Context: an optimization exercise on an open-source flow, tuned for small area, a short achievable clock period and few clock cycles. The choices shown serve that exercise and are no tape-out recipe. The RTL was checked by simulation tests, not by an equivalence proof against the original design. Power and IR drop assume default switching activity.

==> cedar <==
## pewter_dec
module pewter_dec (
    input  wire        clk,
    input  wire        rst,           
    input  wire        start,         
    input  wire [18:0] raw_len,       
    input  wire [31:0] in_data,       
    input  wire        in_valid,
    output wire        in_ready,
    output reg         tok_valid,
    input  wire        tok_ready,
    output reg  [1:0]  tok_kind,      
    output reg  [7:0]  tok_lit,
    output reg  [16:0] tok_len,       
    output reg  [18:0] tok_dist,      
    output reg  [1:0]  tok_err        
);
    localparam NLL  = 289;
    localparam NLT  = 256;            
    localparam NHI  = 33;             
    localparam NDS  = 36;
    localparam NTAB = NLL + NDS;
    localparam K_LIT = 2'd0, K_MATCH = 2'd1, K_END = 2'd2, K_ERR = 2'd3;
    localparam E_TABLE = 2'd1, E_SYMBOL = 2'd2, E_LENGTH = 2'd3;
    localparam P_IDLE = 3'd0,
               P_TAB  = 3'd1,    
               P_SET  = 3'd2,    
               P_DEC  = 3'd3,    
               P_FIN  = 3'd4;    
    localparam I_LIT = 2'd0, I_MATCH = 2'd1, I_END = 2'd2, I_ERR = 2'd3;
    integer i;
    genvar  g;
    reg [2:0]  ph;
    reg        tok_last;          
    reg [63:0] bb;
    reg [6:0]  bcnt;
    reg        rdy;
    reg [2:0]  bpos;              
    reg [31:0] iw;
    reg        iw_v;
    wire       idle = (ph == P_IDLE);
  ...
clock: 12.0 ns
lec_check: 0
cap_margin: 20
cell_pad_in_sites_detail_placement: 1
cell_pad_in_sites_global_placement: 1
core_margin: 2
core_utilization: 40
cts_buf_list: sky130_fd_sc_hd__clkbuf_8
place_density: 0.5
slew_margin: 20
standard.sh (not shown) runs the stock make flow with config.mk's settings and CLKGATE_MAP_FILE= SYNTH_SCRIPT=/design/flow/synth_recipe.tcl, a recipe that flattens the netlist after the stock synthesis.
==> flow/flow/run.sh <==
#!/bin/bash
set -euo pipefail
bash standard.sh finish SETUP_SLACK_MARGIN=7 TNS_END_PERCENT=20 > flow_make.log 2>&1
==> inputs of nickel, as changes to cedar <==
--- a/flow/design.v
+++ b/flow/design.v
@@ -99,11 +99,10 @@
     reg        t2_v;
     reg [1:0]  t2_a;              
     reg [3:0]  t2_len;
     reg [8:0]  t2_sym;
     reg [8:0] t2_ip;              
-    reg       t2_fw;              
     wire [8:0] ip_lt = t2_ip;
     wire [5:0] ip_hi = t2_ip[5:0];
     wire [5:0] ip_ds = t2_ip[5:0];
     wire [3:0] t1_len = ins1 ? n1 : ins2 ? n2 : n3;
     wire [1:0] t1_a   = (ins_pos < 9'd256) ? 2'd0 : (ins_pos < NLL[8:0]) ? 2'd1 : 2'd2;
@@ -117,45 +116,40 @@
             if (t1_len == i) begin
                 ipl = pre_lt[i];
                 iph = pre_hi[i];
                 ipd = pre_ds[i];
             end
+        if (t2_v && t2_len <= t1_len) begin
+            if (t2_a == 2'd0) ipl = ipl + 9'd1;
+            if (t2_a == 2'd1) iph = iph + 6'd1;
+            if (t2_a == 2'd2) ipd = ipd + 6'd1;
+        end
     end
-    wire t1_fw = t2_v && (t2_a == t1_a) && (t2_len <= t1_len);
     wire [8:0] t1_ip = (t1_a == 2'd0) ? ipl : (t1_a == 2'd1) ? {3'd0, iph} : {3'd0, ipd};
     wire ins_lt = t2_v && (t2_a == 2'd0);
     wire ins_hi = t2_v && (t2_a == 2'd1);
     wire ins_ds = t2_v && (t2_a == 2'd2);
     wire [5:0] t2_hsym = (t2_sym[5:0] == 6'd0) ? 6'd32 : {1'b0, t2_sym[4:0] - 5'd1};
     wire [5:0] t2_dsym = t2_sym[5:0] - 6'd33;                     
     generate
         for (g = 0; g < NLT; g = g + 1) begin : g_lt
-            wire g0  = (g >= ip_lt);
-            wire g1  = (g >= 1) && ((g - 1) >= ip_lt);
-            wire g2  = (g >= 2) && ((g - 2) >= ip_lt);
-            wire ge  = t2_fw ? g1 : g0;
-            wire gep = (g == 0) ? 1'b1 : (t2_fw ? g2 : g1);
+            wire ge  = (g >= ip_lt);
+            wire gep = (g == 0) ? 1'b1 : ((g - 1) >= ip_lt);
             always @(posedge clk)
                 if (ins_lt && ge)
                     lt_arr[g] <= (g == 0 || !gep) ? t2_sym[7:0] : lt_arr[g == 0 ? 0 : g - 1];
         end
         for (g = 0; g < NHI; g = g + 1) begin : g_hi
-            wire g0  = (g >= ip_hi);
-            wire g1  = (g >= 1) && ((g - 1) >= ip_hi);
-            wire g2  = (g >= 2) && ((g - 2) >= ip_hi);
-            wire ge  = t2_fw ? g1 : g0;
-            wire gep = (g == 0) ? 1'b1 : (t2_fw ? g2 : g1);
+            wire ge  = (g >= ip_hi);
+            wire gep = (g == 0) ? 1'b1 : ((g - 1) >= ip_hi);
             always @(posedge clk)
                 if (ins_hi && ge)
                     hi_arr[g] <= (g == 0 || !gep) ? t2_hsym : hi_arr[g == 0 ? 0 : g - 1];
         end
         for (g = 0; g < NDS; g = g + 1) begin : g_ds
-            wire g0  = (g >= ip_ds);
-            wire g1  = (g >= 1) && ((g - 1) >= ip_ds);
-            wire g2  = (g >= 2) && ((g - 2) >= ip_ds);
-            wire ge  = t2_fw ? g1 : g0;
-            wire gep = (g == 0) ? 1'b1 : (t2_fw ? g2 : g1);
+            wire ge  = (g >= ip_ds);
+            wire gep = (g == 0) ? 1'b1 : ((g - 1) >= ip_ds);
             always @(posedge clk)
                 if (ins_ds && ge)
                     ds_arr[g] <= (g == 0 || !gep) ? t2_dsym : ds_arr[g == 0 ? 0 : g - 1];
         end
     endgenerate
@@ -261,12 +255,11 @@
             assign ix_hi[g] = pre_hi[g] + top9[5:0];
             assign ix_ds[g] = pre_ds[g] + top9[5:0];
         end
     endgenerate
     wire [14:1] sel_l = dmode ? sl_ds : sl_ll;
-    reg  [4:0]  hq_hi, hq_ds;     
-    reg  [7:0]  hr_hi, hr_ds;     
+    reg  [35:0] hoh_hi, hoh_ds;
     wire        nohit = dmode ? gl_ds[14] : gl_ll[14];
     reg [7:0] ax_lt;
     reg [5:0] ax_hi, ax_ds;
     reg       ax_h;
     always @(*) begin
@@ -280,26 +273,21 @@
                 ax_hi = ax_hi | ix_hi[i];
                 ax_h  = ax_h | hl[i];
             end
             if (sl_ds[i]) ax_ds = ax_ds | ix_ds[i];
         end
-        for (i = 0; i < 5; i = i + 1) begin
-            hq_hi[i] = (ax_hi[5:3] == i);
-            hq_ds[i] = (ax_ds[5:3] == i);
-        end
-        for (i = 0; i < 8; i = i + 1) begin
-            hr_hi[i] = (ax_hi[2:0] == i);
-            hr_ds[i] = (ax_ds[2:0] == i);
+        for (i = 0; i < 36; i = i + 1) begin
+            hoh_hi[i] = (ax_hi == i);
+            hoh_ds[i] = (ax_ds == i);
         end
     end
     reg        b_v;
     reg        b_mode;
     reg        b_nohit;
     reg        b_h;
     reg [7:0]  b_lx;
-    reg [4:0]  b_hq;              
-    reg [7:0]  b_hr;
+    reg [35:0] b_hoh;             
     wire [7:0] lt_grp [0:3];
     generate
         for (g = 0; g < 4; g = g + 1) begin : g_ltg
             assign lt_grp[g] = lt_arr[{g[1:0], b_lx[5:0]}];
         end
@@ -307,13 +295,13 @@
     reg [5:0] sym_hi, sym_ds;
     always @(*) begin
         sym_hi = 6'd0;
         sym_ds = 6'd0;
         for (i = 0; i < NHI; i = i + 1)
-            if (b_hq[i / 8] && b_hr[i % 8]) sym_hi = sym_hi | hi_arr[i];
+            if (b_hoh[i]) sym_hi = sym_hi | hi_arr[i];
         for (i = 0; i < NDS; i = i + 1)
-            if (b_hq[i / 8] && b_hr[i % 8]) sym_ds = sym_ds | ds_arr[i];
+            if (b_hoh[i]) sym_ds = sym_ds | ds_arr[i];
     end
     wire [4:0] lb     = sym_hi[4:0];             
     wire       b_lb   = b_h && !sym_hi[5];
     reg [16:0] eoh_ll, eoh_ds;
     always @(*) begin
@@ -536,11 +524,10 @@
             pos    <= pos_nx;
             t2_len <= t1_len;
             t2_sym <= ins_pos;
             t2_a   <= t1_a;
             t2_ip  <= t1_ip;
-            t2_fw  <= t1_fw;
             if (ins_pos == 9'd256 && t1_ins) end_used <= 1'b1;
             stp    <= 4'd0;
         end
         P_SET: begin
             if (stp == 4'd9) begin
@@ -584,24 +571,22 @@
         P_DEC: if (go) begin
             if (dsnow) begin
                 b_v     <= 1'b1;
                 b_mode  <= 1'b1;
                 b_nohit <= gl_ds[14];
-                b_hq    <= hq_ds;
-                b_hr    <= hr_ds;
+                b_hoh   <= hoh_ds;
                 dmode   <= 1'b0;
             end else if (redir) begin
                 b_v   <= 1'b0;
                 dmode <= !b_mode;
             end else begin
                 b_v     <= 1'b1;
                 b_mode  <= dmode;
                 b_nohit <= nohit;
                 b_h     <= ax_h;
                 b_lx    <= ax_lt;
-                b_hq    <= dmode ? hq_ds : hq_hi;
-                b_hr    <= dmode ? hr_ds : hr_hi;
+                b_hoh   <= dmode ? hoh_ds : hoh_hi;
                 dmode   <= 1'b0;
             end
             c1_v <= 1'b0;
             if (b_v) begin
                 c1_v    <= 1'b1;
==> flow/run.sh (new file) <==
#!/bin/bash
# synth_recipe.tcl (not shown) runs the flow's synth.tcl, then flattens the netlist and writes it again
# the make line also repeats each setting of config.mk as NAME=value (left out here)
make -C /OpenROAD-flow-scripts/flow DESIGN_CONFIG=/design/flow/config.mk WORK_HOME=/design/flow/orfs CLKGATE_MAP_FILE= SYNTH_SCRIPT=/design/flow/synth_recipe.tcl finish
- CORE_UTILIZATION: 40 -> 30
- CTS_BUF_LIST: sky130_fd_sc_hd__clkbuf_8 -> not set
- PLACE_DENSITY: 0.5 -> 0.4
- SETUP_SLACK_MARGIN: not set -> 5
- TNS_END_PERCENT: not set -> 20
removed: flow/flow/run.sh
removed: flow/standard.sh
==> inputs of onyx, as changes to cedar <==
--- a/flow/design.v
+++ b/flow/design.v
@@ -99,11 +99,10 @@
     reg        t2_v;
     reg [1:0]  t2_a;              
     reg [3:0]  t2_len;
     reg [8:0]  t2_sym;
     reg [8:0] t2_ip;              
-    reg       t2_fw;              
     wire [8:0] ip_lt = t2_ip;
     wire [5:0] ip_hi = t2_ip[5:0];
     wire [5:0] ip_ds = t2_ip[5:0];
     wire [3:0] t1_len = ins1 ? n1 : ins2 ? n2 : n3;
     wire [1:0] t1_a   = (ins_pos < 9'd256) ? 2'd0 : (ins_pos < NLL[8:0]) ? 2'd1 : 2'd2;
@@ -117,45 +116,40 @@
             if (t1_len == i) begin
                 ipl = pre_lt[i];
                 iph = pre_hi[i];
                 ipd = pre_ds[i];
             end
+        if (t2_v && t2_len <= t1_len) begin
+            if (t2_a == 2'd0) ipl = ipl + 9'd1;
+            if (t2_a == 2'd1) iph = iph + 6'd1;
+            if (t2_a == 2'd2) ipd = ipd + 6'd1;
+        end
     end
-    wire t1_fw = t2_v && (t2_a == t1_a) && (t2_len <= t1_len);
     wire [8:0] t1_ip = (t1_a == 2'd0) ? ipl : (t1_a == 2'd1) ? {3'd0, iph} : {3'd0, ipd};
     wire ins_lt = t2_v && (t2_a == 2'd0);
     wire ins_hi = t2_v && (t2_a == 2'd1);
     wire ins_ds = t2_v && (t2_a == 2'd2);
     wire [5:0] t2_hsym = (t2_sym[5:0] == 6'd0) ? 6'd32 : {1'b0, t2_sym[4:0] - 5'd1};
     wire [5:0] t2_dsym = t2_sym[5:0] - 6'd33;                     
     generate
         for (g = 0; g < NLT; g = g + 1) begin : g_lt
-            wire g0  = (g >= ip_lt);
-            wire g1  = (g >= 1) && ((g - 1) >= ip_lt);
-            wire g2  = (g >= 2) && ((g - 2) >= ip_lt);
-            wire ge  = t2_fw ? g1 : g0;
-            wire gep = (g == 0) ? 1'b1 : (t2_fw ? g2 : g1);
+            wire ge  = (g >= ip_lt);
+            wire gep = (g == 0) ? 1'b1 : ((g - 1) >= ip_lt);
             always @(posedge clk)
                 if (ins_lt && ge)
                     lt_arr[g] <= (g == 0 || !gep) ? t2_sym[7:0] : lt_arr[g == 0 ? 0 : g - 1];
         end
         for (g = 0; g < NHI; g = g + 1) begin : g_hi
-            wire g0  = (g >= ip_hi);
-            wire g1  = (g >= 1) && ((g - 1) >= ip_hi);
-            wire g2  = (g >= 2) && ((g - 2) >= ip_hi);
-            wire ge  = t2_fw ? g1 : g0;
-            wire gep = (g == 0) ? 1'b1 : (t2_fw ? g2 : g1);
+            wire ge  = (g >= ip_hi);
+            wire gep = (g == 0) ? 1'b1 : ((g - 1) >= ip_hi);
             always @(posedge clk)
                 if (ins_hi && ge)
                     hi_arr[g] <= (g == 0 || !gep) ? t2_hsym : hi_arr[g == 0 ? 0 : g - 1];
         end
         for (g = 0; g < NDS; g = g + 1) begin : g_ds
-            wire g0  = (g >= ip_ds);
-            wire g1  = (g >= 1) && ((g - 1) >= ip_ds);
-            wire g2  = (g >= 2) && ((g - 2) >= ip_ds);
-            wire ge  = t2_fw ? g1 : g0;
-            wire gep = (g == 0) ? 1'b1 : (t2_fw ? g2 : g1);
+            wire ge  = (g >= ip_ds);
+            wire gep = (g == 0) ? 1'b1 : ((g - 1) >= ip_ds);
             always @(posedge clk)
                 if (ins_ds && ge)
                     ds_arr[g] <= (g == 0 || !gep) ? t2_dsym : ds_arr[g == 0 ? 0 : g - 1];
         end
     endgenerate
@@ -261,12 +255,11 @@
             assign ix_hi[g] = pre_hi[g] + top9[5:0];
             assign ix_ds[g] = pre_ds[g] + top9[5:0];
         end
     endgenerate
     wire [14:1] sel_l = dmode ? sl_ds : sl_ll;
-    reg  [4:0]  hq_hi, hq_ds;     
-    reg  [7:0]  hr_hi, hr_ds;     
+    reg  [35:0] hoh_hi, hoh_ds;
     wire        nohit = dmode ? gl_ds[14] : gl_ll[14];
     reg [7:0] ax_lt;
     reg [5:0] ax_hi, ax_ds;
     reg       ax_h;
     always @(*) begin
@@ -280,26 +273,21 @@
                 ax_hi = ax_hi | ix_hi[i];
                 ax_h  = ax_h | hl[i];
             end
             if (sl_ds[i]) ax_ds = ax_ds | ix_ds[i];
         end
-        for (i = 0; i < 5; i = i + 1) begin
-            hq_hi[i] = (ax_hi[5:3] == i);
-            hq_ds[i] = (ax_ds[5:3] == i);
-        end
-        for (i = 0; i < 8; i = i + 1) begin
-            hr_hi[i] = (ax_hi[2:0] == i);
-            hr_ds[i] = (ax_ds[2:0] == i);
+        for (i = 0; i < 36; i = i + 1) begin
+            hoh_hi[i] = (ax_hi == i);
+            hoh_ds[i] = (ax_ds == i);
         end
     end
     reg        b_v;
     reg        b_mode;
     reg        b_nohit;
     reg        b_h;
     reg [7:0]  b_lx;
-    reg [4:0]  b_hq;              
-    reg [7:0]  b_hr;
+    reg [35:0] b_hoh;             
     wire [7:0] lt_grp [0:3];
     generate
         for (g = 0; g < 4; g = g + 1) begin : g_ltg
             assign lt_grp[g] = lt_arr[{g[1:0], b_lx[5:0]}];
         end
@@ -307,13 +295,13 @@
     reg [5:0] sym_hi, sym_ds;
     always @(*) begin
         sym_hi = 6'd0;
         sym_ds = 6'd0;
         for (i = 0; i < NHI; i = i + 1)
-            if (b_hq[i / 8] && b_hr[i % 8]) sym_hi = sym_hi | hi_arr[i];
+            if (b_hoh[i]) sym_hi = sym_hi | hi_arr[i];
         for (i = 0; i < NDS; i = i + 1)
-            if (b_hq[i / 8] && b_hr[i % 8]) sym_ds = sym_ds | ds_arr[i];
+            if (b_hoh[i]) sym_ds = sym_ds | ds_arr[i];
     end
     wire [4:0] lb     = sym_hi[4:0];             
     wire       b_lb   = b_h && !sym_hi[5];
     reg [16:0] eoh_ll, eoh_ds;
     always @(*) begin
@@ -536,11 +524,10 @@
             pos    <= pos_nx;
             t2_len <= t1_len;
             t2_sym <= ins_pos;
             t2_a   <= t1_a;
             t2_ip  <= t1_ip;
-            t2_fw  <= t1_fw;
             if (ins_pos == 9'd256 && t1_ins) end_used <= 1'b1;
             stp    <= 4'd0;
         end
         P_SET: begin
             if (stp == 4'd9) begin
@@ -584,24 +571,22 @@
         P_DEC: if (go) begin
             if (dsnow) begin
                 b_v     <= 1'b1;
                 b_mode  <= 1'b1;
                 b_nohit <= gl_ds[14];
-                b_hq    <= hq_ds;
-                b_hr    <= hr_ds;
+                b_hoh   <= hoh_ds;
                 dmode   <= 1'b0;
             end else if (redir) begin
                 b_v   <= 1'b0;
                 dmode <= !b_mode;
             end else begin
                 b_v     <= 1'b1;
                 b_mode  <= dmode;
                 b_nohit <= nohit;
                 b_h     <= ax_h;
                 b_lx    <= ax_lt;
-                b_hq    <= dmode ? hq_ds : hq_hi;
-                b_hr    <= dmode ? hr_ds : hr_hi;
+                b_hoh   <= dmode ? hoh_ds : hoh_hi;
                 dmode   <= 1'b0;
             end
             c1_v <= 1'b0;
             if (b_v) begin
                 c1_v    <= 1'b1;
- CORE_UTILIZATION: 40 -> 30
- CTS_BUF_LIST: sky130_fd_sc_hd__clkbuf_8 -> not set
- PLACE_DENSITY: 0.5 -> 0.4
==> summary of the runs <==
- Non-clock buffer count: nickel is lower than cedar (132).
- In synthesized cell count, nickel and onyx do not differ.
- Clock skew: onyx is higher than nickel (0.0033 ns).
- Sequential power is about the same in nickel and onyx.
- Synthesized area is about the same in cedar and onyx.
Testbench counts of cedar, summed over its fixed seeds: cycles 49,704.
Testbench counts of nickel, summed over its fixed seeds: cycles 49,704.
Testbench counts of onyx, summed over its fixed seeds: cycles 49,704.

[what the ideal ports hide]
No port has a modelled driver above. Below, the same layouts with a new extraction and two added sets of constraints. Step 1 assumes that a clkbuf_16 drives the clock port and a buf_2 every other input. Step 2, shift: input delay + t, output delay - t, t = (earliest + latest rising clock arrival at the registers) / 2. This alone moves slack from input paths to output paths. a / b / c = no drivers / after step 1 / after step 2; a / b = the first two.
run | t, ns | slack for setup (ns) | worst setup path after step 2
cedar | 1.457 | 6.482 / 6.382 / 6.482 | register to register
nickel | 1.229 | 5.004 / 5.004 / 5.004 | register to register
onyx | 1.246 | 6.443 / 6.443 / 6.443 | register to register
After both steps setup and hold are still met in every run listed.
